Background: an optimization exercise with open tools, aiming at small area, a short achievable clock period and few clock cycles. Do not read the settings as production practice.
Function was checked by simulation only, so behaviour that the tests miss may differ from the original.

==> design.v <==
module nyate_core (
    input  wire        clk,
    input  wire        rst,           
    input  wire [15:0] ilen,          
    input  wire [10:0] dlen,          
    output wire [14:0] imem_addr,
    input  wire [35:0] imem_rdata,
    output wire [15:0] dmem_addr,
    output wire        dmem_we,
    output wire [17:0] dmem_wdata,
    input  wire [17:0] dmem_rdata,
    output reg         halted,
    output reg  [3:0]  fault_cause,
    output reg  [17:0] fault_detail
);
    localparam K  = 3;           
    localparam NM = 18 / K;      
    localparam [3:0] F_ILLEGAL    = 4'd1;
    localparam [3:0] F_CODE_RANGE = 4'd2;
    localparam [3:0] F_DATA_RANGE = 4'd3;
    localparam [3:0] F_DIV_ZERO   = 4'd5;
    localparam [3:0] F_TRAP       = 4'd9;
    localparam SW_Z = 0, SW_N = 1, SW_C = 2, SW_V = 3, SW_SO = 4, SW_DZ = 5,
               SW_TRAP_DZ = 8;
    localparam [8:0] SW_MASK = 9'h13F;
    reg [17:0] regs [0:15];
    reg [8:0]  sw;
    reg [15:0] d_pc;             
    reg        e_valid;
    reg [3:0]  e_step;
    reg [3:0]  e_rd;
    reg [17:0] e_a, e_b, e_imm;
    reg [18:0] e_acc;            
    reg        e_qneg, e_rneg;
    reg        e_pf;             
    reg [3:0]  e_pcause;
    reg        e_arith, e_sub, e_usec, e_wr, e_neg, e_abs, e_log, e_shf;
    reg [1:0]  e_lop;
    reg [2:0]  e_sop;
    reg        e_rdsw, e_wrsw, e_mul, e_div, e_sgn, e_ld, e_st;
    reg        e_br, e_jal, e_jr, e_trap;
    wire run = !halted;
    wire [35:0] ins = imem_rdata;
    wire [17:0] imm = ins[35:18];
    wire [5:0]  op  = ins[17:12];
    wire [3:0]  rd  = ins[11:8];
    wire [3:0]  ra  = ins[7:4];
    wire [3:0]  rb  = ins[3:0];
    wire rd0 = (rd == 4'd0), ra0 = (ra == 4'd0), rb0 = (rb == 4'd0),
         imm0 = (imm == 18'd0);
    reg illegal;
    always @(*) begin
        illegal = 1'b0;
        if (op == 6'h00)                           
            illegal = !(rd0 && ra0 && rb0 && imm0);
        else if (op == 6'h01)                      
            illegal = !(ra0 && rb0);
        else if (op >= 6'h02 && op <= 6'h1B && op != 6'h10 && op != 6'h11)
            illegal = op[0] ? !rb0 : !imm0;        
        else if (op == 6'h10)                      
            illegal = !(rd0 && imm0);
        else if (op == 6'h11)                      
            illegal = !(rd0 && rb0);
        else if (op == 6'h1C || op == 6'h1D)       
            illegal = !(rb0 && imm0);
        else if (op >= 6'h1E && op <= 6'h21)       
            illegal = !imm0 || rd[0];
        else if (op == 6'h22)                      
            illegal = !(ra0 && rb0 && imm0);
        else if (op == 6'h23)                      
            illegal = !(rd0 && rb0 && imm0);
        else if (op == 6'h24 || op == 6'h25)       
            illegal = !rb0;
        else if (op == 6'h36)                      
            illegal = !(ra0 && rb0) || (imm[17:15] != 3'd0);
        else if (op == 6'h37)                      
            illegal = !(ra0 && rb0);
        else if (op == 6'h38)                      
            illegal = !(rd0 && rb0 && imm0);
        else if (op == 6'h3A)                      
            illegal = !(rd0 && ra0 && rb0);
        else
            illegal = 1'b1;
    end
    wire d_pcflt = (d_pc >= ilen);
    wire d_pf    = d_pcflt || illegal;
    wire ok      = !d_pf;
    wire is_alu  = (op >= 6'h02 && op <= 6'h1B);
    wire is_st   = (op == 6'h25);
    wire is_jal  = (op == 6'h37);
    wire use_imm = (is_alu && op[0]) || op == 6'h01 || op == 6'h1C || op == 6'h1D;
    wire [15:0] wen;
    wire [17:0] bus_e, bus_o;
    wire [3:0]  bidx = is_st ? rd : rb;
    wire [17:0] fwd_a = wen[ra]   ? (ra[0]   ? bus_o : bus_e) : regs[ra];
    wire [17:0] fwd_b = wen[bidx] ? (bidx[0] ? bus_o : bus_e) : regs[bidx];
    wire [15:0] d_pc1 = d_pc + 16'd1;
    wire e_first = e_valid && (e_step == 4'd0);
    wire cin     = sw[SW_C];
    wire        swap   = e_neg || ((e_abs || (e_div && e_sgn)) && e_a[17]);
    wire [17:0] add_x  = swap ? 18'd0 : e_a;
    wire [17:0] add_y0 = swap ? e_a : e_b;
    wire [17:0] add_y  = e_sub ? ~add_y0 : add_y0;
    wire        add_ci = e_sub ? !(e_usec && cin) : (e_usec && cin);
    wire [18:0] add_t  = {1'b0, add_x} + {1'b0, add_y} + {18'd0, add_ci};
    wire [17:0] add_r  = add_t[17:0];
    wire        add_c  = e_sub ? !add_t[18] : add_t[18];
    wire        add_v  = (add_x[17] == add_y[17]) && (add_r[17] != add_x[17]);
    reg [17:0] log_r;
    always @(*) begin
        case (e_lop)
            2'd0: log_r = e_a & e_b;
            2'd1: log_r = e_a | e_b;
            2'd2: log_r = e_a ^ e_b;
            default: log_r = e_b;
        endcase
    end
    wire [17:0] k      = e_b;
    wire        k_hi0  = (k[17:5] == 13'd0);
    wire        k_lt19 = k_hi0 && (k[4:0] < 5'd19);
    wire        k_ge18 = !(k_hi0 && (k[4:0] < 5'd18));
    wire [16:0] kq     = k[17:1];
    wire [4:0]  kpos   = kq[2:0] + kq[8:6] + kq[14:12];
    wire [4:0]  kneg   = kq[5:3] + kq[11:9] + {1'b0, kq[16:15]};
    wire [5:0]  kalt   = {1'b0, kpos} + 6'd18 - {1'b0, kneg};    
    reg  [3:0]  kmod9;
    always @(*) begin
        case (kalt)
            6'd0, 6'd9,  6'd18, 6'd27, 6'd36: kmod9 = 4'd0;
            6'd1, 6'd10, 6'd19, 6'd28, 6'd37: kmod9 = 4'd1;
            6'd2, 6'd11, 6'd20, 6'd29, 6'd38: kmod9 = 4'd2;
            6'd3, 6'd12, 6'd21, 6'd30, 6'd39: kmod9 = 4'd3;
            6'd4, 6'd13, 6'd22, 6'd31:        kmod9 = 4'd4;
            6'd5, 6'd14, 6'd23, 6'd32:        kmod9 = 4'd5;
            6'd6, 6'd15, 6'd24, 6'd33:        kmod9 = 4'd6;
            6'd7, 6'd16, 6'd25, 6'd34:        kmod9 = 4'd7;
            default:                          kmod9 = 4'd8;
        endcase
    end
    wire [4:0]  rot_m  = {kmod9, k[0]};
    reg  [4:0]  sh_s;
    reg  [37:0] sh_v;
    always @(*) begin
        case (e_sop)
            3'd0:    begin sh_v = {1'b0, e_a, 18'd0, 1'b0};      sh_s = 5'd18 - k[4:0]; end
            3'd1:    begin sh_v = {19'd0, e_a, 1'b0};            sh_s = k[4:0]; end
            3'd2:    begin sh_v = {{19{e_a[17]}}, e_a, 1'b0};    sh_s = k_ge18 ? 5'd18 : k[4:0]; end
            3'd3:    begin sh_v = {1'b0, e_a, e_a, 1'b0};        sh_s = 5'd18 - rot_m; end
            default: begin sh_v = {1'b0, e_a, e_a, 1'b0};        sh_s = rot_m; end
        endcase
    end
    wire [37:0] sh_w   = sh_v >> sh_s;
    wire        sh_zero = (e_sop[2:1] == 2'd0) && !k_lt19;         
    wire [17:0] sh_r   = sh_zero ? 18'd0 : sh_w[18:1];
    reg         sh_c;
    always @(*) begin
        case (e_sop)
            3'd0:    sh_c = sh_zero ? 1'b0 : sh_w[19];
            3'd1:    sh_c = sh_zero ? 1'b0 : sh_w[0];
            3'd2:    sh_c = sh_w[0];
            3'd3:    sh_c = (rot_m != 5'd0) && sh_w[1];
            default: sh_c = (rot_m != 5'd0) && sh_w[18];
        endcase
    end
    reg [19:0] mul_acc;
    reg [17:0] mul_q;
    reg [19:0] mul_s;
    reg [19:0] mul_x;
    integer j;
    always @(*) begin
        mul_acc = {e_acc[18], e_acc};
        mul_q   = e_b;
        for (j = 0; j < K; j = j + 1) begin
            mul_x = mul_q[0] ? (e_sgn ? {{2{e_a[17]}}, e_a} : {2'b0, e_a}) : 20'd0;
            if (e_sgn && j == K - 1 && e_step == NM - 1)
                mul_s = mul_acc - mul_x;
            else
                mul_s = mul_acc + mul_x;
            mul_q   = {mul_s[0], mul_q[17:1]};
            mul_acc = {mul_s[19], mul_s[19:1]};
        end
    end
    wire        bneg  = e_sgn && e_b[17];
    wire [19:0] dv_y  = bneg ? {{2{e_b[17]}}, e_b} : ~{2'b0, e_b};
    reg  [18:0] dv_r;
    reg  [17:0] dv_q;
    reg  [18:0] dv_t;
    reg  [19:0] dv_d;
    always @(*) begin
        dv_r = e_acc;
        dv_q = e_imm;
        for (j = 0; j < K; j = j + 1) begin
            dv_t = {dv_r[17:0], dv_q[17]};
            dv_d = {1'b0, dv_t} + dv_y + {19'd0, !bneg};
            dv_q = {dv_q[16:0], !dv_d[19]};
            dv_r = dv_d[19] ? dv_t : dv_d[18:0];
        end
    end
    wire [17:0] dv_qf = e_qneg ? (18'd0 - e_imm) : e_imm;
    wire [17:0] dv_rf = e_rneg ? (18'd0 - e_acc[17:0]) : e_acc[17:0];
    wire        dv_vf = e_sgn && !e_qneg && e_imm[17];
    wire        bzero = (e_b == 18'd0);
    reg cond;
    always @(*) begin
        case (e_rd)
            4'd0:  cond = 1'b1;
            4'd1:  cond = sw[SW_Z];
            4'd2:  cond = !sw[SW_Z];
            4'd3:  cond = sw[SW_C];
            4'd4:  cond = !sw[SW_C];
            4'd5:  cond = sw[SW_N];
            4'd6:  cond = !sw[SW_N];
            4'd7:  cond = sw[SW_V];
            4'd8:  cond = !sw[SW_V];
            4'd9:  cond = !sw[SW_C] && !sw[SW_Z];
            4'd10: cond = sw[SW_C] || sw[SW_Z];
            4'd11: cond = (sw[SW_N] == sw[SW_V]);
            4'd12: cond = (sw[SW_N] != sw[SW_V]);
            4'd13: cond = !sw[SW_Z] && (sw[SW_N] == sw[SW_V]);
            4'd14: cond = sw[SW_Z] || (sw[SW_N] != sw[SW_V]);
            default: cond = sw[SW_SO];
        endcase
    end
    wire [14:0] tgt    = e_jr ? e_a[14:0] : e_imm[14:0];
    wire        trange = ({1'b0, tgt} >= ilen);
    wire        take   = e_valid && (e_jal || e_jr || (e_br && cond));
    wire [17:0] maddr  = e_a + e_imm;
    wire        mrange = (maddr >= {1'b0, dlen, 6'd0});
    reg        flt;
    reg [3:0]  flt_cause;
    reg [17:0] flt_detail;
    always @(*) begin
        flt = 1'b0; flt_cause = 4'd0; flt_detail = 18'd0;
        if (e_first) begin
            if (e_pf) begin
                flt = 1'b1; flt_cause = e_pcause; flt_detail = e_imm;
            end else if (e_trap) begin
                flt = 1'b1; flt_cause = F_TRAP; flt_detail = e_imm;
            end else if ((e_ld || e_st) && mrange) begin
                flt = 1'b1; flt_cause = F_DATA_RANGE; flt_detail = maddr;
            end else if (take && trange) begin
                flt = 1'b1; flt_cause = F_CODE_RANGE; flt_detail = {3'd0, tgt};
            end else if (e_div && bzero && sw[SW_TRAP_DZ]) begin
                flt = 1'b1; flt_cause = F_DIV_ZERO; flt_detail = 18'd0;
            end
        end
    end
    wire mul_end = e_mul && (e_step == NM);
    wire div_end = e_div && (e_step == NM + 1);
    wire div_dz  = e_div && (e_step == 4'd0) && bzero;
    wire ld_end  = e_ld && (e_step == 4'd1);
    reg  e_last;
    always @(*) begin
        if (e_ld)       e_last = ld_end;
        else if (e_mul) e_last = mul_end;
        else if (e_div) e_last = div_end || div_dz;
        else            e_last = 1'b1;
    end
    wire stall = e_valid && !e_last;
    wire blk   = (e_jal && trange) || (e_div && bzero && sw[SW_TRAP_DZ]);
    wire act   = e_valid && run && !blk;
    wire single = e_first && (e_arith || e_abs || e_log || e_shf || e_rdsw);
    reg [17:0] res;
    always @(*) begin
        res = 18'd0;
        if (e_arith || e_abs) res = add_r;
        if (e_log)            res = log_r;
        if (e_shf)            res = sh_r;
        if (e_rdsw)           res = {9'd0, sw};
    end
    reg        we1, we2;
    reg [17:0] wd1, wd2;
    always @(*) begin
        we1 = 1'b0; we2 = 1'b0;
        wd1 = res;  wd2 = res;
        if (ld_end) begin
            we1 = 1'b1; wd1 = dmem_rdata; wd2 = dmem_rdata;
        end else if (mul_end) begin
            we1 = 1'b1; we2 = 1'b1; wd1 = e_b; wd2 = e_acc[17:0];
        end else if (div_end) begin
            we1 = 1'b1; we2 = 1'b1; wd1 = dv_qf; wd2 = dv_rf;
        end else if (div_dz) begin
            we1 = 1'b1; we2 = 1'b1; wd1 = 18'd0; wd2 = e_a;
        end else if (single) begin
            we1 = e_wr;
        end
        if (!act) begin
            we1 = 1'b0; we2 = 1'b0;
        end
    end
    wire [3:0] rd_hi = {e_rd[3:1], 1'b1};
    genvar g;
    generate
        for (g = 0; g < 16; g = g + 1) begin : g_wen
            assign wen[g] = (we1 && e_rd == g) || (we2 && rd_hi == g);
        end
    endgenerate
    assign bus_e = wd1;
    assign bus_o = we2 ? wd2 : wd1;
    reg [8:0] sw_n;
    always @(*) begin
        sw_n = sw;
        if (e_wrsw) begin
            sw_n = e_a[8:0] & SW_MASK;
        end else if (mul_end) begin
            sw_n[SW_Z] = (e_b == 18'd0) && (e_acc[17:0] == 18'd0);
            sw_n[SW_N] = e_acc[17];
            sw_n[SW_C] = 1'b0;
            sw_n[SW_V] = 1'b0;
        end else if (div_end || div_dz) begin
            sw_n[SW_Z] = (wd1 == 18'd0);
            sw_n[SW_N] = wd1[17];
            sw_n[SW_C] = 1'b0;
            sw_n[SW_V] = div_end && dv_vf;
            if (div_end && dv_vf) sw_n[SW_SO] = 1'b1;
            if (div_dz) sw_n[SW_DZ] = 1'b1;
        end else if (e_arith || e_abs || (e_log && e_lop != 2'd3) || e_shf) begin
            sw_n[SW_Z] = (res == 18'd0);
            sw_n[SW_N] = res[17];
            if (e_arith)  sw_n[SW_C] = add_c;
            if (e_shf)    sw_n[SW_C] = sh_c;
            if (e_arith || e_abs) begin
                sw_n[SW_V] = add_v;
                if (add_v) sw_n[SW_SO] = 1'b1;
            end
        end
    end
    wire sw_we = act && (e_first ? (e_wrsw || e_arith || e_abs || e_log || e_shf || div_dz)
                                 : (mul_end || div_end));
    wire [15:0] next_pc = take ? {1'b0, tgt} : (stall ? d_pc : d_pc1);
    assign imem_addr = rst ? 15'd0 : next_pc[14:0];
    wire d_go = run && !stall && !take;
    assign dmem_addr  = maddr[15:0];
    assign dmem_we    = e_valid && run && e_st && !mrange;
    assign dmem_wdata = e_b;
    integer i;
    always @(posedge clk) begin
        for (i = 0; i < 16; i = i + 1)
            if (rst || wen[i])
                regs[i] <= rst ? 18'd0 : (i[0] ? bus_o : bus_e);
        if (rst) begin
            sw           <= 9'd0;
            d_pc         <= 16'd0;
            e_valid      <= 1'b0;
            e_step       <= 4'd0;
            halted       <= 1'b0;
            fault_cause  <= 4'd0;
            fault_detail <= 18'd0;
        end else if (run) begin
            if (sw_we) sw <= sw_n;
            if (e_valid && flt) begin
                halted       <= 1'b1;
                fault_cause  <= flt_cause;
                fault_detail <= flt_detail;
            end
            d_pc <= next_pc;
            if (stall) begin
                e_step <= e_step + 4'd1;
                if (e_mul) begin
                    e_acc <= mul_acc[18:0];
                    e_b   <= mul_q;
                end
                if (e_div) begin
                    if (e_step == 4'd0) begin
                        e_imm  <= (e_sgn && e_a[17]) ? add_r : e_a;
                        e_acc  <= 19'd0;
                        e_qneg <= e_sgn && (e_a[17] != e_b[17]);
                        e_rneg <= e_sgn && e_a[17];
                    end else begin
                        e_imm <= dv_q;
                        e_acc <= dv_r;
                    end
                end
            end else begin
                e_valid <= d_go;
                e_step  <= 4'd0;
                e_acc   <= 19'd0;
                e_rd    <= rd;
                e_a     <= fwd_a;
                e_b     <= use_imm ? imm : (is_jal ? {2'd0, d_pc1} : fwd_b);
                e_imm   <= d_pcflt ? {2'd0, d_pc} : (illegal ? ins[17:0] : imm);
                e_pf    <= d_pf;
                e_pcause <= d_pcflt ? F_CODE_RANGE : F_ILLEGAL;
                e_arith <= ok && ((op >= 6'h02 && op <= 6'h11) && !(op >= 6'h0A && op <= 6'h0F)
                                  || op == 6'h1C);
                e_sub   <= (op >= 6'h06 && op <= 6'h11) || op == 6'h1C || op == 6'h1D
                           || op == 6'h21;
                e_usec  <= (op >= 6'h04 && op <= 6'h05) || (op >= 6'h08 && op <= 6'h09);
                e_wr    <= !(op == 6'h10 || op == 6'h11);
                e_neg   <= (op == 6'h1C);
                e_abs   <= ok && (op == 6'h1D);
                e_log   <= ok && ((op >= 6'h0A && op <= 6'h0F) || op == 6'h01 || op == 6'h37);
                e_lop   <= (op == 6'h0A || op == 6'h0B) ? 2'd0 :
                           (op == 6'h0C || op == 6'h0D) ? 2'd1 :
                           (op == 6'h0E || op == 6'h0F) ? 2'd2 : 2'd3;
                e_shf   <= ok && (op >= 6'h12 && op <= 6'h1B);
                e_sop   <= (op - 6'h12) >> 1;
                e_rdsw  <= ok && (op == 6'h22);
                e_wrsw  <= ok && (op == 6'h23);
                e_mul   <= ok && (op == 6'h1E || op == 6'h1F);
                e_div   <= ok && (op == 6'h20 || op == 6'h21);
                e_sgn   <= (op == 6'h1F || op == 6'h21);
                e_ld    <= ok && (op == 6'h24);
                e_st    <= ok && (op == 6'h25);
                e_br    <= ok && (op == 6'h36);
                e_jal   <= ok && (op == 6'h37);
                e_jr    <= ok && (op == 6'h38);
                e_trap  <= ok && (op == 6'h3A);
            end
        end
    end
endmodule
==> run.sh <==
#!/bin/bash
# synth_recipe.tcl (not shown) runs the flow's synth.tcl, then flattens the netlist and writes it again
# the make line also repeats each setting of config.mk as NAME=value (left out here)
make -C /OpenROAD-flow-scripts/flow DESIGN_CONFIG=/design/flow/config.mk WORK_HOME=/design/flow/orfs CLKGATE_MAP_FILE= SYNTH_SCRIPT=/design/flow/synth_recipe.tcl finish
==> config.mk <==
export PLATFORM = sky130hd
export DESIGN_NAME = nyate_core
export DESIGN_NICKNAME = nyate_core
export VERILOG_FILES = /design/flow/design.v
export SDC_FILE = /design/flow/constraint.sdc
export NUM_CORES = 4
export LEC_CHECK = 0
export CAP_MARGIN = 20
export CORE_MARGIN = 2
export CORE_UTILIZATION = 40
export SLEW_MARGIN = 20
==> constraint.sdc <==
create_clock -name core_clock -period 14.0 [get_ports {clk}]
set_input_delay 2.8000 -clock core_clock [delete_from_list [all_inputs] [get_ports {clk}]]
set_output_delay 2.8000 -clock core_clock [all_outputs]
set_load 0.01 [all_outputs]
==> results of run 1 <==
## layer usage
layer,up-vias,wire [um],global-route usage
li1,16500,-,-
met1,18400,67800,0.462
met2,2802,75500,0.527
met3,689,23400,0.100
met4,4,12800,0.206
met5,-,29,0
## cell usage after synthesis (35+ instances only)
master and n:
nand4_1 59, a22o_1 39, nor2b_1 40, nor2_1 421, xnor2_1 166, xor2_1 63
inv_1 204, ha_1 252, nand2b_1 46, a21o_1 61, and3_1 43, o211ai_1 93
clkbuf_1 248, a21oi_1 342, dfxtp_1 51, a31oi_1 35, a221oi_1 43, o22ai_1 53
edfxtp_1 394, nand2_1 296, mux2i_1 130, nand3_1 93, mux2_2 40, a22oi_1 217
nor3_1 130, o21ai_0 206, a211oi_1 35, o31ai_1 52
## worst paths after layout
check	startpoint	endpoint	slack, ns	cells after the start
max	e_b[17]$_DFFE_PP_	e_acc[18]$_SDFFCE_PN0P_	1.71	44
min	fault_detail[2]$_SDFFE_PP0P_	fault_detail[2]$_SDFFE_PP0P_	0.45	2
max reg2reg	e_b[17]$_DFFE_PP_	e_acc[18]$_SDFFCE_PN0P_	1.71	44
min reg2reg	fault_detail[2]$_SDFFE_PP0P_	fault_detail[2]$_SDFFE_PP0P_	0.45	2
## metrics by stage
stage               setup WS (ns)  hold slack (ns)  std cells   util  instance area [um2]
finish                       1.71            0.455       5706  0.455                43100
global placement             2.03            0.445       5608  0.437                41300
detailed placement           2.00            0.446       5609  0.437                41300
global route                0.696            0.473       5705  0.455                43100
floorplan                    4.01            0.454       4327      -                38000
CTS                          1.86            0.454       5702  0.455                43000
## sequential cells by signal (all words and copies together), names as in the netlist, 2 cells and up
register / flops
e_rd: 4
e_b: 18
sw: 7
e_lop: 2
fault_detail: 18
d_pc: 16
e_sop: 3
e_pcause: 2
e_a: 18
e_step: 4
regs: 288
fault_cause: 4
e_imm: 18
e_acc: 19
## worst max-delay path: cells and delay by family (launching register included)
kind | cells | cell delay [ns]
and+or+nand+nor | 5 | 1.30
AOI/OAI and AO/OA | 31 | 7.28
muxes | 1 | 0.23
DFF | 1 | 0.71
xor gates and xnor gates | 3 | 1.27
adders and majority gates | 3 | 0.86
buffers and inverters | 1 | 0.36
## final cells by class
class                      count  area, um2  area share
inverter                     209        785      0.0182
tap                         1265       1580      0.0367
clock buffer                  58       1310      0.0305
multi-input combinational   3389      23400       0.544
clock inverter                35        414     0.00962
antenna                        1       2.50   0.0000581
sequential                   445      12900       0.298
timing repair buffer         304       2680      0.0621
## cell families (layout without fill, tap and decap cells)
group | after synthesis | count (layout)
multiplexers | 186 | 186
flip-flops | 445 | 445
buffers and inverters | 493 | 606
AO/OA/AOI/OAI | 1430 | 1430
XOR/XNOR | 230 | 230
AND/OR/NAND/NOR | 1269 | 1269
adder cells (fa/ha/maj) | 271 | 271
other | 1 | 4
==> results.toml, run 1 <==
[outcome]
status = "no timing/DRC/antenna violations"

[layout]
final_common_cell = "nor2_1"
drive_gt1_frac = 0.0811
fillers = 9191
final_cell_mix = "nor2_1 (421), edfxtp_1 (394), a21oi_1 (340)"
area_growth_pct = 13.2
nNetsFinal = 4754

[sta]
slew_violations = 0
setup_viol = 0
fin_skew_ns = 0.0653
fin_crit_sh = 0.878
max_freq_mhz = 81.4
relSlewSlack = 0.247
hold_viol_final = 0
min_period_ns = 12.29
setup_tns_ns = 0
tightest_slew_ns = 1.12
rsz0062_at_grt = "no"

[clock_tree]
cts_tree = "yes"
cts.sinks = 445
cts_buffers = 51
cts_resized = 0
path_clk_slew_ns = 0.06
ctsHoldBuffers = 0
cts_setup_buffers = 0
cts.htree.levels = 2
cts-root-buf = "clkbuf_16"
clk_latency_ns = 0.70
clk_path_buf_depth = 3

[routing]
vias = 38400
post_drt_wl_per_cell_um = 31.5
dr.pass1.iters = 8
routed_wirelength_um = 180000
drc = 0
routed_via_density = 6.73
initialDrtViolationCount = 5947
ant_nets = 0

[synth]
netlist_area_um2 = 38000
yosys_warnings = 2
synth-edff-count = 394
synthArstFlopShare = 0
synthXorXnorAreaFrac = 0.0533
synth_top_family_by_area = "compound AO/OA/AOI/OAI gates"
synth-seq-area-share = 0.338
synth_mux_area_frac = 0.0553
synth-main-ff-cell = "edfxtp_1"
yosysTopAreaCellShare = 0.311
ys_ff_latch = 445
synthSimpleGateAreaFrac = 0.156
synth_area_leaders = "edfxtp_1 (31%), ha_1 (8.3%), a21oi_1 (4.5%)"
synthAdderAreaFrac = 0.0929
ys_types = 102
synth_area_per_cell_um2 = 8.79
synth_compound_area_frac = 0.254
yosysTopAreaCell = "edfxtp_1"
netlist_instances = 4325

[worst_setup_path]
slowest_stage = "xnor2_1"
worstSetupPathType = "reg2reg"
crit_path_end_kind = "flop"
cp_data_arrival_time_ns = 12.68
required_ns = 14.40
cpPeakStageDelay_ns = 0.84
critPathLaunchType = "flop"
critPathMaxFanout = 33
cp_common_cell = "a21oi_1"

[global_route]
grt_max_degree = 66
grt_pass1_wl_um = 254000
antenna_found_initial = 3
grt.total_usage = 0.355
grt_pass1_vias = 35800
overflow = 0

[job]
cap_viol_max_count = 0

[floorplanning]
core_area_um2 = 94600
pin_count = 156
std_cell_rows = 113
die_h_um = 312
dieArea_um2 = 97600
fp.dieW_um = 312
initial_utilization = 0.402

[worst_hold_path]
hold_class = "reg2reg"

[placed_design]
gp_congestion = 1.00
numPortBuffers = 155
hpwl_um = 130000

[power]
Testbench counts, summed over its fixed seeds: cycles 75,763.
==> inputs of run 2 (changes only) <==
--- a/design.v
+++ b/design.v
@@ -15,3 +15,3 @@
 );
-    localparam K  = 3;           
+    localparam K  = 2;           
     localparam NM = 18 / K;      
@@ -120,3 +120,4 @@
     wire        k_lt19 = k_hi0 && (k[4:0] < 5'd19);
-    wire        k_ge18 = !(k_hi0 && (k[4:0] < 5'd18));
+    wire        k_lt18 = k_hi0 && (k[4:0] < 5'd18);
+    wire        k_ge18 = !k_lt18;
     wire [16:0] kq     = k[17:1];
@@ -139,3 +140,5 @@
     end
-    wire [4:0]  rot_m  = {kmod9, k[0]};
+    wire        rot_pre = e_shf && e_sop[2:1] != 2'd0 && e_sop != 3'd2 && !k_lt18
+                          && e_step == 4'd0;
+    wire [4:0]  rot_m  = (e_step != 4'd0) ? e_imm[4:0] : k[4:0];
     reg  [4:0]  sh_s;
@@ -256,2 +259,3 @@
         else if (e_div) e_last = div_end || div_dz;
+        else if (e_shf) e_last = !rot_pre;
         else            e_last = 1'b1;
@@ -261,3 +265,3 @@
     wire act   = e_valid && run && !blk;
-    wire single = e_first && (e_arith || e_abs || e_log || e_shf || e_rdsw);
+    wire single = e_valid && e_last && (e_arith || e_abs || e_log || e_shf || e_rdsw);
     reg [17:0] res;
@@ -327,4 +331,4 @@
     end
-    wire sw_we = act && (e_first ? (e_wrsw || e_arith || e_abs || e_log || e_shf || div_dz)
-                                 : (mul_end || div_end));
+    wire sw_we = act && ((e_first && (e_wrsw || e_arith || e_abs || e_log || div_dz))
+                         || (e_shf && !rot_pre) || mul_end || div_end);
     wire [15:0] next_pc = take ? {1'b0, tgt} : (stall ? d_pc : d_pc1);
@@ -362,2 +366,4 @@
                 end
+                if (e_shf)
+                    e_imm[4:0] <= {kmod9, k[0]};
                 if (e_div) begin
==> run 2 against run 1 <==
  * Still clean on timing, DRC and antenna
  * Hold slack worse by 0.0011 ns
  * Setup slack improved by 3.5 ns
  * Via count rose by 0.80%
  * Global-route usage increased by 2.1 points
  * Sequential share of layout area rose by 0.75 points
  * Die area fell by 2.1%
  * Maximum frequency rose by 40%
  * Core utilization grew 0.16 points
  * Critical endpoint is now dmem_we
==> results.toml, run 2 <==
[worst_setup_path]
cp_data_arrival_time_ns = 6.00
crit_path_end_kind = "primary output"
r2r-start = "e_sgn$_DFFE_PP_"
crit_chain = "buf_4 > ha_1 > fa_1 > a21o_1 > a21oi_1 > o21bai_1 > a21oi_1 > nor2b_1 > o21a_1 > o21a_1 > o21ai_0 > a21o_1 > xnor2_1 > ha_1 > a21o_1 > a211oi_1 > o21ai_0 > o211a_1 > o41ai_1 > and4_1 > clkdlybuf4s50_1"
cp_common_cell = "a21o_1"
worstSetupPathType = "reg2out"
cpPeakStageDelay_ns = 0.58
critPathLaunchType = "flop"
critPathMaxFanout = 13
required_ns = 11.20
critPathLaunch = "e_a[0]$_DFFE_PP_"
slowest_stage = "o41ai_1"

[routing]
post_drt_wl_per_cell_um = 33.3
vias = 38700
drc = 0
dr.pass1.iters = 7
initialDrtViolationCount = 6121
ant_nets = 0
routed_wirelength_um = 186000
routed_via_density = 6.92

[global_route]
overflow = 0
grt_pass1_vias = 35900
grt_max_degree = 83
antenna_found_initial = 5
grt.total_usage = 0.377
grt_pass1_wl_um = 261000

[sta]
min_period_ns = 8.80
setup_ws_ns = 5.20
worst_hold_slack_ns = 0.453
max_freq_mhz = 114
tightest_slew_ns = 1.17
setup_tns_ns = 0
slew_violations = 0
setup_viol = 0
fin_crit_sh = 0.629
rsz0062_at_grt = "no"
hold_viol_final = 0
relSlewSlack = 0.218
fin_skew_ns = 0.0463

[synth]
netlist_instances = 4246
synth-seq-area-share = 0.345
netlist_area_um2 = 37200
synth_area_per_cell_um2 = 8.77
yosysTopAreaCell = "edfxtp_1"
yosys-top-cells-count = "nor2_1 (431), edfxtp_1 (394), nand2_1 (332), a21oi_1 (285), clkbuf_1 (234)"
synthArstFlopShare = 0
synth-main-ff-cell = "edfxtp_1"
ys_types = 111
synth_area_leaders = "edfxtp_1 (32%), ha_1 (7.2%), nor2_1 (4.3%)"
yosys_warnings = 2
synth-edff-count = 394
yosysTopAreaCellShare = 0.318
ys_ff_latch = 445
yosysMostFrequentCell = "nor2_1"

[placed_design]
gp_congestion = 1.06
hpwl_um = 134000
place_ws_ns = 5.32
numPortBuffers = 155
placed_area_um2 = 40500

[clock_tree]
cts_tree = "yes"
cts_buffers = 47
cts.htree.levels = 2
clk_path_buf_depth = 3
path_clk_slew_ns = 0.06
ctsHoldBuffers = 0
clk_latency_ns = 0.64
cts-root-buf = "clkbuf_16"
cts.sinks = 445
cts_setup_buffers = 0
cts_resized = 0

[floorplanning]
initial_utilization = 0.405
std_cell_rows = 111
dieArea_um2 = 95500
fp.dieW_um = 309
die_h_um = 309
pin_count = 156
core_area_um2 = 91900

[outcome]
status = "no timing/DRC/antenna violations"

[layout]
drive_gt1_frac = 0.0842
seqCellArea_um2 = 12900
regMostFlops = "regs"
fillers = 9047
largestRegisters = "regs (288), e_acc (19)"
nNetsFinal = 4620
largest_reg_flops = 288
final_cell_mix = "nor2_1 (425), edfxtp_1 (394), nand2_1 (332)"
final_area_um2 = 42000
final_common_cell = "nor2_1"
area_growth_pct = 12.8
multi_input_area_um2 = 22800

[worst_hold_path]
hp-start = "fault_detail[2]$_SDFFE_PP0P_"
hold_class = "reg2reg"

[job]
cap_viol_max_count = 0
-- run 2: cells by family after synthesis --
group,synth area share
muxes,0.0331
adders and majority gates,0.0813
and+or+nand+nor,0.165
xor gates and xnor gates,0.0479
other,0.000101
AOI/OAI and AO/OA,0.278
buffers and inverters,0.0493
DFF,0.345
-- run 2: metrics by stage --
step / util / cells
CTS: 0.456 / 5588
detailed placement: 0.440 / 5500
finish: 0.457 / 5594
global placement: 0.440 / 5499
global route: 0.457 / 5588
floorplan: - / 4247
-- run 2: worst paths after layout --
check | end | slack, ns | depth (start not counted)
setup / recovery | dmem_we | 5.20 | 21
hold / removal | fault_detail[2]$_SDFFE_PP0P_ | 0.45 | 2
setup reg to reg | e_imm[0]$_DFFE_PP_ | 5.74 | 28
hold reg to reg | fault_detail[2]$_SDFFE_PP0P_ | 0.45 | 2
-- run 2: critical path: cells and delay by family, from the launching register on --
kind / cells / cell delay (ns)
flops: 1 / 0.36
compound gates: 13 / 2.71
xor+xnor: 1 / 0.20
simple gates: 2 / 0.35
buf+inv: 2 / 0.77
fa+ha+maj: 3 / 0.97
-- run 2: metal layers --
metal  share of wire  vias to the layer above  track usage
li1                -                    16500            -
met1            0.38                    18400        0.485
met2            0.42                     2985        0.564
met3            0.13                      798       0.0975
met4           0.077                        4        0.233
met5         0.00014                        -            0
-- run 2: area by class of cell --
cell class	count	area share
repair buffers	305	0.0639
clock buffers	63	0.0306
diodes	6	0.000357
clock inverters	25	0.00530
well taps	1243	0.0370
flip-flops and latches	445	0.306
multi-input cells	3339	0.542
inverters	168	0.0150
Testbench counts of run 2, summed over its fixed seeds: cycles 83,756.
==> inputs of run 3 (changes only) <==
--- a/design.v
+++ b/design.v
@@ -17,2 +17,4 @@
     localparam NM = 18 / K;      
+    localparam KM = 6;           
+    localparam NMM = 18 / KM;    
     localparam [3:0] F_ILLEGAL    = 4'd1;
@@ -33,2 +35,3 @@
     reg [18:0] e_acc;            
+    reg [12:0] e_w;              
     reg        e_qneg, e_rneg;
@@ -93,3 +96,3 @@
     wire [17:0] bus_e, bus_o;
-    wire [3:0]  bidx = is_st ? rd : rb;
+    wire [3:0]  bidx = (op[5] && op[2]) ? rd : rb;
     wire [17:0] fwd_a = wen[ra]   ? (ra[0]   ? bus_o : bus_e) : regs[ra];
@@ -103,3 +106,3 @@
     wire [17:0] add_y  = e_sub ? ~add_y0 : add_y0;
-    wire        add_ci = e_sub ? !(e_usec && cin) : (e_usec && cin);
+    wire        add_ci = e_sub ? !(e_usec && cin) : ((e_usec && cin) || (e_mul && e_sgn));
     wire [18:0] add_t  = {1'b0, add_x} + {1'b0, add_y} + {18'd0, add_ci};
@@ -167,36 +170,38 @@
     end
-    reg [19:0] mul_acc;
-    reg [17:0] mul_q;
-    reg [19:0] mul_s;
-    reg [19:0] mul_x;
+    reg [17:0] ms, mc, mq, pp, fs;
     integer j;
     always @(*) begin
-        mul_acc = {e_acc[18], e_acc};
-        mul_q   = e_b;
-        for (j = 0; j < K; j = j + 1) begin
-            mul_x = mul_q[0] ? (e_sgn ? {{2{e_a[17]}}, e_a} : {2'b0, e_a}) : 20'd0;
-            if (e_sgn && j == K - 1 && e_step == NM - 1)
-                mul_s = mul_acc - mul_x;
-            else
-                mul_s = mul_acc + mul_x;
-            mul_q   = {mul_s[0], mul_q[17:1]};
-            mul_acc = {mul_s[19], mul_s[19:1]};
+        ms = e_acc[17:0];
+        mc = e_imm;
+        mq = e_b;
+        for (j = 0; j < KM; j = j + 1) begin
+            pp = mq[0] ? e_a : 18'd0;
+            if (e_sgn) begin
+                if (j == KM - 1 && e_step == NMM - 1)
+                    pp[16:0] = ~pp[16:0];
+                else
+                    pp[17] = ~pp[17];
+            end
+            fs = ms ^ mc ^ pp;
+            mc = (ms & mc) | (ms & pp) | (mc & pp);
+            mq = {fs[0], mq[17:1]};
+            ms = {1'b0, fs[17:1]};
         end
     end
+    wire [17:0] mul_hi = {add_r[17] ^ e_sgn, add_r[16:0]};
     wire        bneg  = e_sgn && e_b[17];
-    wire [19:0] dv_y  = bneg ? {{2{e_b[17]}}, e_b} : ~{2'b0, e_b};
-    reg  [18:0] dv_r;
-    reg  [17:0] dv_q;
-    reg  [18:0] dv_t;
-    reg  [19:0] dv_d;
-    always @(*) begin
-        dv_r = e_acc;
-        dv_q = e_imm;
-        for (j = 0; j < K; j = j + 1) begin
-            dv_t = {dv_r[17:0], dv_q[17]};
-            dv_d = {1'b0, dv_t} + dv_y + {19'd0, !bneg};
-            dv_q = {dv_q[16:0], !dv_d[19]};
-            dv_r = dv_d[19] ? dv_t : dv_d[18:0];
-        end
-    end
+    wire        bpos1 = !bneg;
+    wire [20:0] dv_y  = bneg ? {{3{e_b[17]}}, e_b} : ~{3'b0, e_b};
+    wire [20:0] dv_y2 = {dv_y[19:0], bpos1};
+    wire [20:0] dv_T  = {1'b0, e_acc[17:0], e_imm[17:16]};
+    wire [20:0] dv_d1 = dv_T + dv_y + {20'd0, bpos1};
+    wire [20:0] dv_d2 = dv_T + dv_y2 + {20'd0, bpos1};
+    wire [20:0] dv_cs = dv_T ^ dv_y ^ dv_y2;
+    wire [20:0] dv_cc = {(dv_T[19:0] & dv_y[19:0]) | (dv_T[19:0] & dv_y2[19:0]) |
+                         (dv_y[19:0] & dv_y2[19:0]), bpos1};
+    wire [20:0] dv_d3 = dv_cs + dv_cc + {20'd0, bpos1};
+    wire        dv_ge1 = !dv_d1[20], dv_ge2 = !dv_d2[20], dv_ge3 = !dv_d3[20];
+    wire [17:0] dv_r  = dv_ge3 ? dv_d3[17:0] : dv_ge2 ? dv_d2[17:0] :
+                        dv_ge1 ? dv_d1[17:0] : dv_T[17:0];
+    wire [17:0] dv_q  = {e_imm[15:0], dv_ge2, dv_ge3 || (dv_ge1 && !dv_ge2)};
     wire [17:0] dv_qf = e_qneg ? (18'd0 - e_imm) : e_imm;
@@ -230,3 +235,6 @@
     wire [17:0] maddr  = e_a + e_imm;
-    wire        mrange = (maddr >= {1'b0, dlen, 6'd0});
+    wire [6:0]  m_lo   = {1'b0, e_a[5:0]} + {1'b0, e_imm[5:0]};
+    wire [12:0] m_u    = {1'b0, e_a[17:6]} + {1'b0, e_imm[17:6]} + {12'd0, m_lo[6]};
+    wire [13:0] m_v    = {2'b0, e_a[17:6]} + {e_w[12], e_w} + {13'd0, m_lo[6]};
+    wire        mrange = !m_v[13] && (!m_u[12] || m_v[12]);
     reg        flt;
@@ -250,3 +258,3 @@
     end
-    wire mul_end = e_mul && (e_step == NM);
+    wire mul_end = e_mul && (e_step == NMM);
     wire div_end = e_div && (e_step == NM + 1);
@@ -282,3 +290,3 @@
         end else if (mul_end) begin
-            we1 = 1'b1; we2 = 1'b1; wd1 = e_b; wd2 = e_acc[17:0];
+            we1 = 1'b1; we2 = 1'b1; wd1 = e_imm; wd2 = mul_hi;
         end else if (div_end) begin
@@ -309,4 +317,4 @@
         end else if (mul_end) begin
-            sw_n[SW_Z] = (e_b == 18'd0) && (e_acc[17:0] == 18'd0);
-            sw_n[SW_N] = e_acc[17];
+            sw_n[SW_Z] = (e_imm == 18'd0) && (mul_hi == 18'd0);
+            sw_n[SW_N] = mul_hi[17];
             sw_n[SW_C] = 1'b0;
@@ -363,4 +371,11 @@
                 if (e_mul) begin
-                    e_acc <= mul_acc[18:0];
-                    e_b   <= mul_q;
+                    if (e_step == NMM - 1) begin
+                        e_a   <= ms;
+                        e_b   <= mc;
+                        e_imm <= mq;
+                    end else begin
+                        e_acc <= {1'b0, ms};
+                        e_imm <= mc;
+                        e_b   <= mq;
+                    end
                 end
@@ -376,3 +391,3 @@
                         e_imm <= dv_q;
-                        e_acc <= dv_r;
+                        e_acc <= {1'b0, dv_r};
                     end
@@ -386,2 +401,3 @@
                 e_b     <= use_imm ? imm : (is_jal ? {2'd0, d_pc1} : fwd_b);
+                e_w     <= {1'b0, imm[17:6]} - {2'b0, dlen};
                 e_imm   <= d_pcflt ? {2'd0, d_pc} : (illegal ? ins[17:0] : imm);
==> run 3 against run 2 <==
  * Still clean
  * Wire length grew 9.6%
  * Register-to-register slack gained 0.90 ns
  * Non-clock buffer count grew 16
  * Hold slack gained 0.016 ns
  * Maximum frequency grew 8.3%
==> results.toml, run 3 <==
[synth]
synth-seq-area-share = 0.321
yosysTopAreaCellShare = 0.296
synth-edff-count = 406
synth_area_per_cell_um2 = 8.76
yosys_warnings = 2
yosysMostFrequentCell = "nor2_1"
yosys-top-cells-count = "nor2_1 (447), nand2_1 (416), edfxtp_1 (406), a21oi_1 (371), clkbuf_1 (276)"
synthArstFlopShare = 0
netlist_area_um2 = 41200
ys_ff_latch = 457
synth_area_leaders = "edfxtp_1 (30%), fa_1 (6.7%), ha_1 (6.5%)"
synth-main-ff-cell = "edfxtp_1"
netlist_instances = 4698
ys_types = 106
yosysTopAreaCell = "edfxtp_1"

[routing]
met3_length_um = 24000
initialDrtViolationCount = 6588
vias = 41700
drt-met1-wl_um = 76600
ant_nets = 0
post_drt_wl_per_cell_um = 33.1
routed_wirelength_um = 204000
dr.pass1.iters = 9
routed_via_density = 6.77
wl_met2_um = 87600
top_layer_used = "met5"
drc = 0

[sta]
slew_violations = 0
setup_tns_ns = 0
fin_skew_ns = 0.0285
fin_crit_sh = 0.581
max_freq_mhz = 123
rsz0062_at_grt = "no"
min_period_ns = 8.13
hold_viol_final = 0
setup_viol = 0
worst_hold_slack_ns = 0.470
relSlewSlack = 0.222
tightest_slew_ns = 1.16

[worst_setup_path]
worstSetupPathType = "reg2out"
cp_data_arrival_time_ns = 5.33
cpPeakStageDelay_ns = 0.79
required_ns = 11.20
path_delay_family = "simple AND/OR/NAND/NOR gates"
critPathLaunchType = "flop"
crit_path_end_kind = "primary output"
crit_buf_inv = 3
crit_chain = "inv_1 > ha_1 > or3b_1 > o31a_1 > nand2_1 > o21ai_0 > nand3_2 > buf_4 > nand2_1 > xor2_1 > nor2_1 > a21oi_1 > nor2_1 > clkdlybuf4s50_1"
slowest_stage = "o31a_1"
critPathMaxFanout = 66

[floorplanning]
die_h_um = 325
fp.dieW_um = 325
dieArea_um2 = 105000
pin_count = 156
std_cell_rows = 117
initial_utilization = 0.404
core_area_um2 = 102000

[clock_tree]
cts_tree = "yes"
clk_latency_ns = 0.64
cts_resized = 0
cts.sinks = 457
path_clk_slew_ns = 0.06
cts-root-buf = "clkbuf_16"
cts.htree.levels = 2
cts_buffers = 53
ctsHoldBuffers = 0
clk_path_buf_depth = 3
cts_setup_buffers = 0

[layout]
final_common_cell = "nor2_1"
largest_reg_flops = 288
area_growth_pct = 13.0
final_cell_mix = "nor2_1 (443), nand2_1 (416), edfxtp_1 (406)"
drive_gt1_frac = 0.0782
fillers = 9974
fin_util = 0.456
layoutNonFillerInstCount = 6167
nNetsFinal = 5184
regMostFlops = "regs"

[worst_hold_path]
hold_class = "reg2reg"

[global_route]
antenna_found_initial = 10
grt_pass1_vias = 38900
overflow = 0
grt_max_degree = 67
grt_pass1_wl_um = 287000
grt.total_usage = 0.372

[placed_design]
gp_congestion = 1.06
hpwl_um = 151000
numPortBuffers = 155
place_inst = 6061

[job]
cap_viol_max_count = 0

[outcome]
status = "no timing/DRC/antenna violations"
-- run 3: changes by cell type after synthesis, sizes merged, moves of 16 or more --
| cell | change |
|---|---|
| nor2 | +17 |
| nand2 | +83 |
| a21oi | +83 |
| mux2 | -18 |
| o211ai | -16 |
| o21ai | +31 |
| a22oi | +22 |
| a221o | -16 |
| clkbuf | +42 |
| fa | +121 |
| inv | +104 |
| a22o | +26 |
-- run 3: path summary, 6_finish.rpt --
kind | startpoint | end | slack (ns) | cells after the start
hold reg to reg | fault_cause[2]$_SDFFE_PP0P_ | fault_cause[2]$_SDFFE_PP0P_ | 0.47 | 2
hold / removal | fault_cause[2]$_SDFFE_PP0P_ | fault_cause[2]$_SDFFE_PP0P_ | 0.47 | 2
setup reg to reg | e_a[17]$_SDFFCE_PP0P_ | e_b[8]$_DFFE_PP_ | 6.64 | 22
setup / recovery | e_step[0]$_SDFFE_PP0N_ | imem_addr[11] | 5.87 | 14
-- run 3: logic make-up (layout without fill, tap and decap cells) --
family,count (synthesis),count (layout),synth area share
xor+xnor,206,206,0.0438
other cells,1,8,0.0000911
compound gates,1560,1560,0.258
fa+ha+maj,355,355,0.133
simple gates,1412,1412,0.159
buf+inv,593,687,0.0554
mux,114,114,0.0295
flops,457,457,0.321
-- run 3: area by class of cell --
class / instances / area, um2 / share of cell area
Multi-Input combinational cell: 3649 / 25900 / 0.557
Sequential cell: 457 / 13200 / 0.284
Timing Repair Buffer: 321 / 2800 / 0.0601
Tap cell: 1368 / 1710 / 0.0368
Clock buffer: 62 / 1390 / 0.0299
Inverter: 266 / 998 / 0.0215
Clock inverter: 38 / 454 / 0.00977
Antenna cell: 6 / 15.0 / 0.000323
-- run 3: metrics by stage --
stage / worst slack, ns / area (um2)
floorplan: 7.56 / 41200
detailed placement: 6.17 / 44600
global placement: 6.23 / 44600
finish: 5.87 / 46500
global route: 5.66 / 46500
CTS: 5.99 / 46500
-- run 3: worst min-delay path: stages (launching register included) --
cell,delay (ns)
dfxtp_1,0.31
nand2b_1,0.06
a21oi_1,0.05
-- run 3: layer usage --
metal | vias to the layer above | global-route usage
met5 | - | 0
met4 | 4 | 0.234
met3 | 771 | 0.0896
met2 | 3040 | 0.564
met1 | 20200 | 0.475
li1 | 17700 | -
Testbench counts of run 3, summed over its fixed seeds: cycles 73,190.
==> inputs of run 4 (changes only) <==
--- a/design.v
+++ b/design.v
@@ -43,3 +43,3 @@
     reg        e_rdsw, e_wrsw, e_mul, e_div, e_sgn, e_ld, e_st;
-    reg        e_br, e_jal, e_jr, e_trap;
+    reg        e_br, e_jal, e_jr, e_trap, e_pred;
     wire run = !halted;
@@ -93,2 +93,4 @@
     wire is_jal  = (op == 6'h37);
+    wire is_br   = (op == 6'h36);
+    wire d_pred  = is_jal || (is_br && (rd0 || ({1'b0, imm[14:0]} <= d_pc)));
     wire use_imm = (is_alu && op[0]) || op == 6'h01 || op == 6'h1C || op == 6'h1D;
@@ -234,2 +236,4 @@
     wire        take   = e_valid && (e_jal || e_jr || (e_br && cond));
+    wire        redir  = e_valid && (e_jr || (e_br && (cond != e_pred)));
+    wire [15:0] redir_pc = (e_br && e_pred) ? e_b[15:0] : {1'b0, tgt};
     wire [17:0] maddr  = e_a + e_imm;
@@ -341,5 +345,6 @@
                          || (e_shf && !rot_pre) || mul_end || div_end);
-    wire [15:0] next_pc = take ? {1'b0, tgt} : (stall ? d_pc : d_pc1);
+    wire [15:0] next_pc = redir ? redir_pc :
+                          stall ? d_pc : (d_pred ? {1'b0, imm[14:0]} : d_pc1);
     assign imem_addr = rst ? 15'd0 : next_pc[14:0];
-    wire d_go = run && !stall && !take;
+    wire d_go = run && !stall && !redir;
     assign dmem_addr  = maddr[15:0];
@@ -400,3 +405,4 @@
                 e_a     <= fwd_a;
-                e_b     <= use_imm ? imm : (is_jal ? {2'd0, d_pc1} : fwd_b);
+                e_b     <= use_imm ? imm : ((is_jal || is_br) ? {2'd0, d_pc1} : fwd_b);
+                e_pred  <= d_pred;
                 e_w     <= {1'b0, imm[17:6]} - {2'b0, dlen};
==> run 4 against run 3 <==
  * Die area about the same
  * Core utilization decreased by 0.13 points
  * Still clean on timing, DRC and antenna
  * Cell area shrank 0.28%
  * Clock skew increased by 0.030 ns
  * Wire length is 1.9% higher
  * Clock-buffer cell count down 2
==> results.toml, run 4 <==
[synth]
synth-seq-area-share = 0.322
synth-main-ff-cell = "edfxtp_1"
yosys_warnings = 2
synthArstFlopShare = 0
yosysTopAreaCell = "edfxtp_1"
synth_area_per_cell_um2 = 8.75
ys_ff_latch = 458
ys_types = 104
synth-edff-count = 407
netlist_instances = 4707
yosysMostFrequentCell = "nor2_1"
yosysTopAreaCellShare = 0.297
yosys-top-cells-count = "nor2_1 (432), edfxtp_1 (407), nand2_1 (398), a21oi_1 (367), inv_1 (274)"
synth_area_leaders = "edfxtp_1 (30%), ha_1 (7.0%), fa_1 (6.7%)"
netlist_area_um2 = 41200

[routing]
routed_via_density = 6.86
dr.pass1.iters = 8
vias = 42500
drc = 0
initialDrtViolationCount = 6750
ant_nets = 0
post_drt_wl_per_cell_um = 33.5
routed_wirelength_um = 208000

[layout]
final_cell_mix = "nor2_1 (428), edfxtp_1 (407), nand2_1 (398)"
area_growth_pct = 12.6
regMostFlops = "regs"
largest_reg_flops = 288
layoutNonFillerInstCount = 6198
drive_gt1_frac = 0.0746
nNetsFinal = 5234
final_common_cell = "nor2_1"

[outcome]
status = "no timing/DRC/antenna violations"

[sta]
fin_skew_ns = 0.0588
tightest_slew_ns = 1.27
setup_viol = 0
rsz0062_at_grt = "no"
setup_tns_ns = 0
max_freq_mhz = 96.5
min_period_ns = 10.36
slew_violations = 0
relSlewSlack = 0.150
fin_crit_sh = 0.740
hold_viol_final = 0

[worst_setup_path]
worstReg2RegEnd = "regs[15][10]$_DFFE_PP_"
endpoint = "imem_addr[4]"
worstSetupPathType = "in2out"
r2r_setup_slack_ns = 6.37
cp_data_arrival_time_ns = 7.56
critPathMaxFanout = 29
required_ns = 11.20
critPathLaunchType = "input port"
critPathLaunch = "imem_rdata[14]"
crit_path_end_kind = "primary output"
r2r-start = "e_abs$_DFFE_PP_"
ff2ff_path_depth = 19

[clock_tree]
path_clk_slew_ns = 0.06
ctsHoldBuffers = 0
cts_setup_buffers = 0
clk_latency_ns = 0.68
cts.htree.levels = 2
clk_path_buf_depth = 3
cts_buffers = 51
cts_tree = "yes"
cts-root-buf = "clkbuf_16"
cts.sinks = 458
cts_resized = 0

[floorplanning]
die_h_um = 325
initial_utilization = 0.404
std_cell_rows = 117
dieArea_um2 = 106000
pin_count = 156
core_area_um2 = 102000
fp.dieW_um = 325

[placed_design]
numPortBuffers = 155
gp_congestion = 1.07
place_inst = 6097
hpwl_um = 151000

[global_route]
antenna_found_initial = 13
grt_pass1_wl_um = 291000
overflow = 0
grt_max_degree = 73
grt_pass1_vias = 39200
grt.total_usage = 0.379

[job]
cap_viol_max_count = 0

[worst_hold_path]
hold_class = "reg2reg"
hp-start = "fault_cause[3]$_SDFFE_PP0P_"
hold_depth = 2
run 4: changes by cell type after synthesis, sizes merged, moves of 15 or more:
cell,change
a22o,-33
o21ai,+22
o21a,+15
a211oi,+20
a22oi,+41
nand2,-17
ha,+15
nand3,+37
run 4: layout make-up:
class	instances	area, um2
clock buffer	60	1310
antenna	4	10.0
fill	10100	55500
tap	1368	1710
sequential	458	13200
multi-input combinational	3654	25800
inverter	283	1060
clock inverter	36	367
timing repair buffer	335	2900
run 4: worst max-delay path: stages:
cell             delay (ns)
clkdlybuf4s50_1        0.95
nand2_1                0.48
nor3b_1                0.52
and2_1                 0.74
o21ai_2                0.13
buf_4                  0.27
inv_1                  0.38
o21ai_0                0.13
a22oi_1                0.27
a21oi_1                0.18
nor2_1                 0.13
clkdlybuf4s50_1        0.55
run 4: how the worst min path moves through the flow:
stage / endpoint / slack, ns
finish: fault_cause[3]$_SDFFE_PP0P_ / 0.45
global route: fault_detail[2]$_SDFFE_PP0P_ / 0.47
CTS: fault_cause[3]$_SDFFE_PP0P_ / 0.45
detailed placement: fault_cause[3]$_SDFFE_PP0P_ / 0.44
global placement: fault_cause[0]$_SDFFE_PP0P_ / 0.44
floorplan: sw[5]$_SDFFE_PP0P_ / 0.46
run 4: stage by stage:
stage | instance area (um2) | setup slack (ns) | util | hold slack [ns]
3_3_place_gp | 44700 | 3.86 | 0.438 | 0.443
5_1_grt | 46400 | 3.42 | 0.455 | 0.471
4_1_cts | 46300 | 3.83 | 0.455 | 0.453
2_1_floorplan | 41200 | 5.83 | - | 0.461
6_report | 46400 | 3.64 | 0.455 | 0.452
3_5_place_dp | 44700 | 3.85 | 0.438 | 0.444
run 4: cell families (layout without fill, tap and decap cells):
group,after synthesis,after routing,share of synthesized area
compound gates,1605,1605,0.263
mux,94,94,0.0239
flops,458,458,0.322
xor+xnor,196,196,0.0417
simple gates,1387,1387,0.156
other cells,1,6,0.0000911
fa+ha+maj,370,370,0.137
buf+inv,596,714,0.0561
run 4: per-layer routing:
layer	global-route usage	part of all wire	wire, um
met1	0.490	0.37	77800
met2	0.541	0.41	84200
met3	0.125	0.14	29200
met4	0.241	0.079	16400
met5	0	0.00064	132
Testbench counts of run 4, summed over its fixed seeds: cycles 70,415.

what the ideal ports hide:
No port has a modelled driver above. Below, the same layouts with a new extraction and two added sets of constraints.
Step 1 (the two cells are an assumption about what drives the block):
set clk [get_ports {clk}]
set_driving_cell -lib_cell sky130_fd_sc_hd__clkbuf_16 $clk
set_driving_cell -lib_cell sky130_fd_sc_hd__buf_2 [delete_from_list [all_inputs] $clk]
Step 2, shift: input delay + t, output delay - t, t = (earliest + latest rising clock arrival at the registers) / 2. This alone moves slack from input paths to output paths.
Slacks: ideal ports / drivers / drivers and shift; pairs: ideal ports / drivers.
run	t (ns)	slack for setup (ns)	worst setup path after step 2	slew at the worst register clock pin (ns)	worst data-port slew with drivers (ns)
run 1	0.739	1.714 / 1.714 / 1.714	register to register	0.07 / 0.07	0.08
run 2	0.683	5.197 / 5.129 / 5.266	input to output	0.07 / 0.07	0.09
run 3	0.696	5.873 / 5.800 / 5.735	input to register	0.07 / 0.07	0.13
run 4	0.730	3.641 / 3.617 / 3.617	input to output	0.09 / 0.09	0.09
After both steps setup and hold are still met in every run listed. For run 3, which loses most, drivers alone change the setup slack by -0.073 ns; drivers and shift together by -0.138 ns.
